What follows belongs to an exercise in optimizing a design on an open flow for small area; a production flow would make more cautious choices.
The RTL was checked by simulation tests, not by an equivalence proof against the original design.
Power figures rest on the tool's default switching activity, not on a simulated workload.

==> flow/design.v (excerpt) <==
module drover (
    input  logic        clk,
    input  logic        rst,             
    input  logic [6:0]  cfg_last,
    input  logic [6:0]  cfg_wrap_top,
    input  logic [6:0]  cfg_wrap_bottom,
    input  logic [5:0]  cfg_drive_count,   
    input  logic [3:0]  cfg_fix_count,     
    input  logic [2:0]  cfg_cue_count,     
    input  logic [5:0]  cfg_sense_count,   
    input  logic [3:0]  cfg_cue_pat1,
    input  logic [3:0]  cfg_cue_pat2,
    input  logic [3:0]  cfg_cue_pat3,
    input  logic [3:0]  cfg_dwell_n,
    input  logic        cfg_in_dir,
    input  logic        cfg_out_dir,
    input  logic [5:0]  cfg_in_frame,      
    input  logic [5:0]  cfg_out_frame,     
    input  logic        cfg_autopush,
    input  logic        cfg_autopull,
    input  logic [3:0]  cfg_frame,
    input  logic [15:0] cfg_edge_arm,      
    input  logic        cfg_bad_safe,
    input  logic [17:0] cfg_xpre,
    input  logic [17:0] cfg_ypre,
    input  logic [17:0] cfg_tper,
    input  logic [1:0]  ctrl,
    input  logic        wr_en,
    input  logic [2:0]  wr_word,
    input  logic [17:0] wr_data,
    input  logic [2:0]  rd_word,
    input  logic        rd_sched,
    output logic [17:0] rd_data,
    output logic [6:0]  imem_addr,
    input  logic [17:0] imem_data,
    input  logic [31:0] sense,
    input  logic        test_pin,
    output logic [31:0] drive_lvl,
    output logic [31:0] drive_oe,
    output logic [7:0]  fix_lvl,
    output logic [7:0]  fix_oe,
    output logic [3:0]  cue_lvl,
    output logic [3:0]  cue_oe,
    output logic        safe,
    output logic [1:0]  state,
    output logic [3:0]  cause,
    output logic [7:0]  flags,
    output logic [17:0] rx_overrun
);
Size: roughly 3700 cells after synthesis, about 370 I/O pins, about 28000 um2 of cells after synthesis.
Settings: LEC_CHECK=0, ABC_AREA=1, CAP_MARGIN=20, CORE_MARGIN=2, CORE_UTILIZATION=50, CTS_BUF_LIST=sky130_fd_sc_hd__clkbuf_4, GPL_ROUTABILITY_DRIVEN=0, PLACE_DENSITY=0.7, SETUP_SLACK_MARGIN=0.4, SLEW_MARGIN=20; clock period 12.0 ns.
standard.sh (not shown) runs the stock make flow with config.mk's settings and CLKGATE_MAP_FILE= SYNTH_SCRIPT=/design/flow/synth_recipe.tcl, a recipe that flattens the netlist after the stock synthesis.
==> flow/flow/run.sh <==
#!/bin/bash
# The standard layout (standard.sh), with two changes:
#  - synthesis maps the logic with an area-oriented ABC script
#    (flow/abc_area.script) in place of ORFS's; the registers are the
#    standard synthesis's, and flow/regnames.py gives the few that the
#    standard synthesis names by number (those that drive ports) the same
#    names, pairing them by the net they drive;
#  - the port buffers are the smallest buffer, buf_1.
# Each tool's output goes to a log of its own in this folder.
set -euo pipefail
R="$PWD/orfs/results/$FLOW_PLATFORM/drover/base"

# 1. the standard synthesis, kept for its register names
bash standard.sh synth > synth_standard.log 2>&1
cp "$R/1_2_yosys.v" standard_1_2_yosys.v

# 2. the same synthesis with the area-oriented ABC script
rm -rf synth_scripts
cp -r "$FLOW_HOME/scripts" synth_scripts
cp flow/abc_area.script synth_scripts/abc_area.script
rm -f "$R/1_2_yosys.v" "$R/1_2_yosys.sdc" "$R/1_synth.odb" "$R/1_synth.sdc"
bash standard.sh SCRIPTS_DIR="$PWD/synth_scripts" synth > synth_area.log 2>&1
cp "$R/1_2_yosys.v" area_1_2_yosys.v

# 3. the standard synthesis's register names; if the registers cannot be
#    paired, lay out the standard synthesis instead
if python3 flow/regnames.py standard_1_2_yosys.v area_1_2_yosys.v named_1_2_yosys.v > regnames.log 2>&1; then
  cp named_1_2_yosys.v "$R/1_2_yosys.v"
else
  cp standard_1_2_yosys.v "$R/1_2_yosys.v"
fi
touch "$R/1_2_yosys.v"

# 4. the rest of the standard layout
bash standard.sh BUFFER_PORTS_ARGS="-buffer_cell sky130_fd_sc_hd__buf_1" > layout.log 2>&1
==> flow/flow/abc_area.script <==
strash
&get -n
&fraig -x
&put
scorr
dc2
strash
&get -n
&deepsyn -T 240
&put
dch -f
amap -F 20 -A 20
topo
stime -c
Other scripts of this flow, unchanged in this note and not shown: flow/flow/regnames.py
The baseline finished with timing, DRC and antenna clean.
Change:
--- a/flow/config.mk
+++ b/flow/config.mk
@@ -9,7 +9,6 @@
 export CAP_MARGIN = 20
 export CORE_MARGIN = 2
-export CORE_UTILIZATION = 50
+export CORE_UTILIZATION = 45
 export CTS_BUF_LIST = sky130_fd_sc_hd__clkbuf_4
-export GPL_ROUTABILITY_DRIVEN = 0
 export PLACE_DENSITY = 0.7
 export SETUP_SLACK_MARGIN = 0.4
Wire length came out higher by 9.7%.
Power climbs by 3.0%.
Sequential power hardly moves.
Via count rises by 0.44%.
Combinational power went up by about 10%.
Non-clock buffer count went up by 187.
Worst hold slack loses 0.0070 ns.
Die area rises by 11%.
Design area rises by 4.5%.
Change:
--- a/flow/config.mk
+++ b/flow/config.mk
@@ -9,5 +9,5 @@
 export CAP_MARGIN = 20
 export CORE_MARGIN = 2
-export CORE_UTILIZATION = 45
+export CORE_UTILIZATION = 50
 export CTS_BUF_LIST = sky130_fd_sc_hd__clkbuf_4
 export PLACE_DENSITY = 0.7
- The new run ran to the end with no violations
- hold slack is better by 0.0072 ns
- power decreases by 0.71%
- via count stays flat
Change:
==> flow/flow/abc_area.script (replaced) <==
strash
&get -n
&fraig -x
&put
scorr
dc2
strash
&get -n
&dc2
&dch -f
&nf -R 1000
&st
&dch -f
&nf -R 1000
&put
topo
stime -c
--- a/flow/config.mk
+++ b/flow/config.mk
@@ -9,7 +9,6 @@
 export CAP_MARGIN = 20
 export CORE_MARGIN = 2
-export CORE_UTILIZATION = 50
+export CORE_UTILIZATION = 35
 export CTS_BUF_LIST = sky130_fd_sc_hd__clkbuf_4
-export PLACE_DENSITY = 0.7
-export SETUP_SLACK_MARGIN = 0.4
+export PLACE_DENSITY = 0.55
 export SLEW_MARGIN = 20
=>
- count of clock-buffer cells in the layout rises by 27
- total power came out higher by 6.2%
- wire length grows by about 20%
- sequential cell count is unchanged
- fmax goes up by about 7%
- register-to-register slack is better by 0.36 ns
- global-route usage decreases by 14 points

========
Setup of run Z:
drover, a different RTL version from the one above (not shown whole).
For scale: ~4,500 cells after synthesis, ~440 flip-flops, roughly 370 I/O pins, ~0.032 mm² of cells after synthesis.
Settings: LEC_CHECK=0, ABC_AREA=1, ABC_CLOCK_PERIOD_IN_PS=9000, CAP_MARGIN=20, CORE_MARGIN=2, CORE_UTILIZATION=35, CTS_BUF_LIST=sky130_fd_sc_hd__clkbuf_4, PLACE_DENSITY=0.55, SLEW_MARGIN=20; clock period 12.0 ns.
==> flow/flow/run.sh <==
#!/bin/bash
# The standard layout (standard.sh), with two changes: synthesis maps the
# logic with an area-oriented ABC script (flow/abc_area.script) in place of
# ORFS's, and the port buffers are the smallest buffer, buf_1. Everything
# else, registers included, is the standard synthesis and layout.
set -euo pipefail
rm -rf synth_scripts
cp -r "$FLOW_HOME/scripts" synth_scripts
cp flow/abc_area.script synth_scripts/abc_area.script
bash standard.sh SCRIPTS_DIR="$PWD/synth_scripts" synth > synth.log 2>&1
bash standard.sh BUFFER_PORTS_ARGS="-buffer_cell sky130_fd_sc_hd__buf_1" > layout.log 2>&1
==> flow/flow/abc_area.script <==
strash
&get -n
&fraig -x
&put
scorr
dc2
strash
&get -n
&dc2
&dch -f
&nf -R 1000
&st
&dch -f
&nf -R 1000
&put
topo
stime -c
buffer -c
upsize -c
dnsize -c
### run Z -> run G
- ABC_CLOCK_PERIOD_IN_PS: 9000 -> unset
--- a/flow/flow/abc_area.script
+++ b/flow/flow/abc_area.script
@@ -18,3 +17,0 @@
-buffer -c
-upsize -c
-dnsize -c
## What came out
Summed area of non-filler cells in the final layout: run G better than run Z. The final reports for run G and run Z show met2 wire length lower in the former. In run G the total wire length after detailed routing turned out 12% lower than in run Z. Comparing clock buffer count in the final layout for run Z and run G, the smaller number came from run Z. Going from run Z to run G, largest incremental delay on the critical path now sits higher, placeable core region now sits lower.

========
== the baseline ==
RTL: one of the versions met above, not the one the previous note started from.
Size in the first run: ~4000 cells after synthesis, about 440 flip-flops, about 370 I/O pins, about 29000 µm² of cells after synthesis.
Settings: LEC_CHECK=0, ABC_AREA=1, CAP_MARGIN=20, CORE_MARGIN=2, CORE_UTILIZATION=35, CTS_BUF_LIST=sky130_fd_sc_hd__clkbuf_4, PLACE_DENSITY=0.55, SETUP_SLACK_MARGIN=0.4, SLEW_MARGIN=20; clock period 12.0 ns.
==> flow/flow/run.sh <==
#!/bin/bash
# The standard layout (standard.sh), with two changes:
#  - synthesis maps the logic with an area-oriented ABC script
#    (flow/abc_area.script) in place of ORFS's; the registers are the
#    standard synthesis's, and flow/regnames.py gives the few that the
#    standard synthesis names by number (those that drive ports) the same
#    names, pairing them by the net they drive;
#  - the port buffers are the smallest buffer, buf_1.
# Each tool's output goes to a log of its own in this folder.
set -euo pipefail
R="$PWD/orfs/results/$FLOW_PLATFORM/drover/base"

# 1. the standard synthesis, kept for its register names
bash standard.sh synth > synth_standard.log 2>&1
cp "$R/1_2_yosys.v" standard_1_2_yosys.v

# 2. the same synthesis with the area-oriented ABC script
rm -rf synth_scripts
cp -r "$FLOW_HOME/scripts" synth_scripts
cp flow/abc_area.script synth_scripts/abc_area.script
rm -f "$R/1_2_yosys.v" "$R/1_2_yosys.sdc" "$R/1_synth.odb" "$R/1_synth.sdc"
bash standard.sh SCRIPTS_DIR="$PWD/synth_scripts" synth > synth_area.log 2>&1
cp "$R/1_2_yosys.v" area_1_2_yosys.v

# 3. the standard synthesis's register names; if the registers cannot be
#    paired, lay out the standard synthesis instead
if python3 flow/regnames.py standard_1_2_yosys.v area_1_2_yosys.v named_1_2_yosys.v > regnames.log 2>&1; then
  cp named_1_2_yosys.v "$R/1_2_yosys.v"
else
  cp standard_1_2_yosys.v "$R/1_2_yosys.v"
fi
touch "$R/1_2_yosys.v"

# 4. the rest of the standard layout
bash standard.sh BUFFER_PORTS_ARGS="-buffer_cell sky130_fd_sc_hd__buf_1" > layout.log 2>&1
==> flow/flow/abc_area.script <==
strash
&get -n
&fraig -x
&put
scorr
dc2
strash
&get -n
&deepsyn -T 60
&put
dch -f
amap
topo
stime -c
Other scripts of this flow, unchanged in this note and not shown: flow/flow/regnames.py
--- input diff the baseline..the candidate ---
- swapping 35 for 50 in CORE_UTILIZATION
- swapping 0.55 for 0.7 in PLACE_DENSITY
- putting GPL_ROUTABILITY_DRIVEN at 0 where nothing was set
-- flow/flow/abc_area.script --
<<< the baseline, line 12
amap
>>> the candidate, line 12
amap -F 20 -A 20
## What came out
As of the candidate, TritonCTS buffer count had fallen by a little under 10% compared to the baseline. Clock insertion delay at the later pin of the skew report was lower in the run labelled the candidate. The candidate against the baseline: clock power fell about 10%, total standard cell area after synthesis fell about 1.7%, portion of total power attributed to the clock network fell 1.1 points, total global routing track utilization rose 9.7 points.

==> what the ideal ports hide <==
How much do the figures lean on ideal ports? The routed layouts below were timed once more, with nothing changed but the port constraints. Step 1 (the two cells are an assumption about what drives the block):
set clk [get_ports {clk}]
set_driving_cell -lib_cell sky130_fd_sc_hd__clkbuf_16 $clk
set_driving_cell -lib_cell sky130_fd_sc_hd__buf_2 [delete_from_list [all_inputs] $clk]
Step 2 also shifts input and output timing later by t, the mid clock arrival at the registers, as if the neighbouring blocks saw the same clock. Slacks: ideal ports / drivers / drivers and shift; pairs: ideal ports / drivers.
run | t (ns) | slack for setup (ns) | worst setup path at the end
the first run of note 1 | 1.034 | 0.568 / 0.608 / -0.426 | input to register
the second run of note 1 | 1.030 | 0.970 / 0.991 / -0.039 | input to register
the third run of note 1 | 0.990 | 0.706 / 0.751 / -0.239 | input to register
the fourth run of note 1 | 1.105 | 1.408 / 1.406 / 0.301 | input to register
run Z | 1.143 | 0.272 / 0.296 / -0.847 | input to register
run G | 1.141 | 0.337 / 0.375 / -0.765 | input to register
the baseline | 1.112 | 1.043 / 1.092 / -0.021 | input to register
the candidate | 1.012 | 0.805 / 0.847 / -0.166 | input to register
With both steps, setup timing fails in 7 of these runs, where it was met with ideal ports. The setup slack of run Z, which loses most, moves by +0.024 ns with the drivers and by -1.119 ns with both steps.
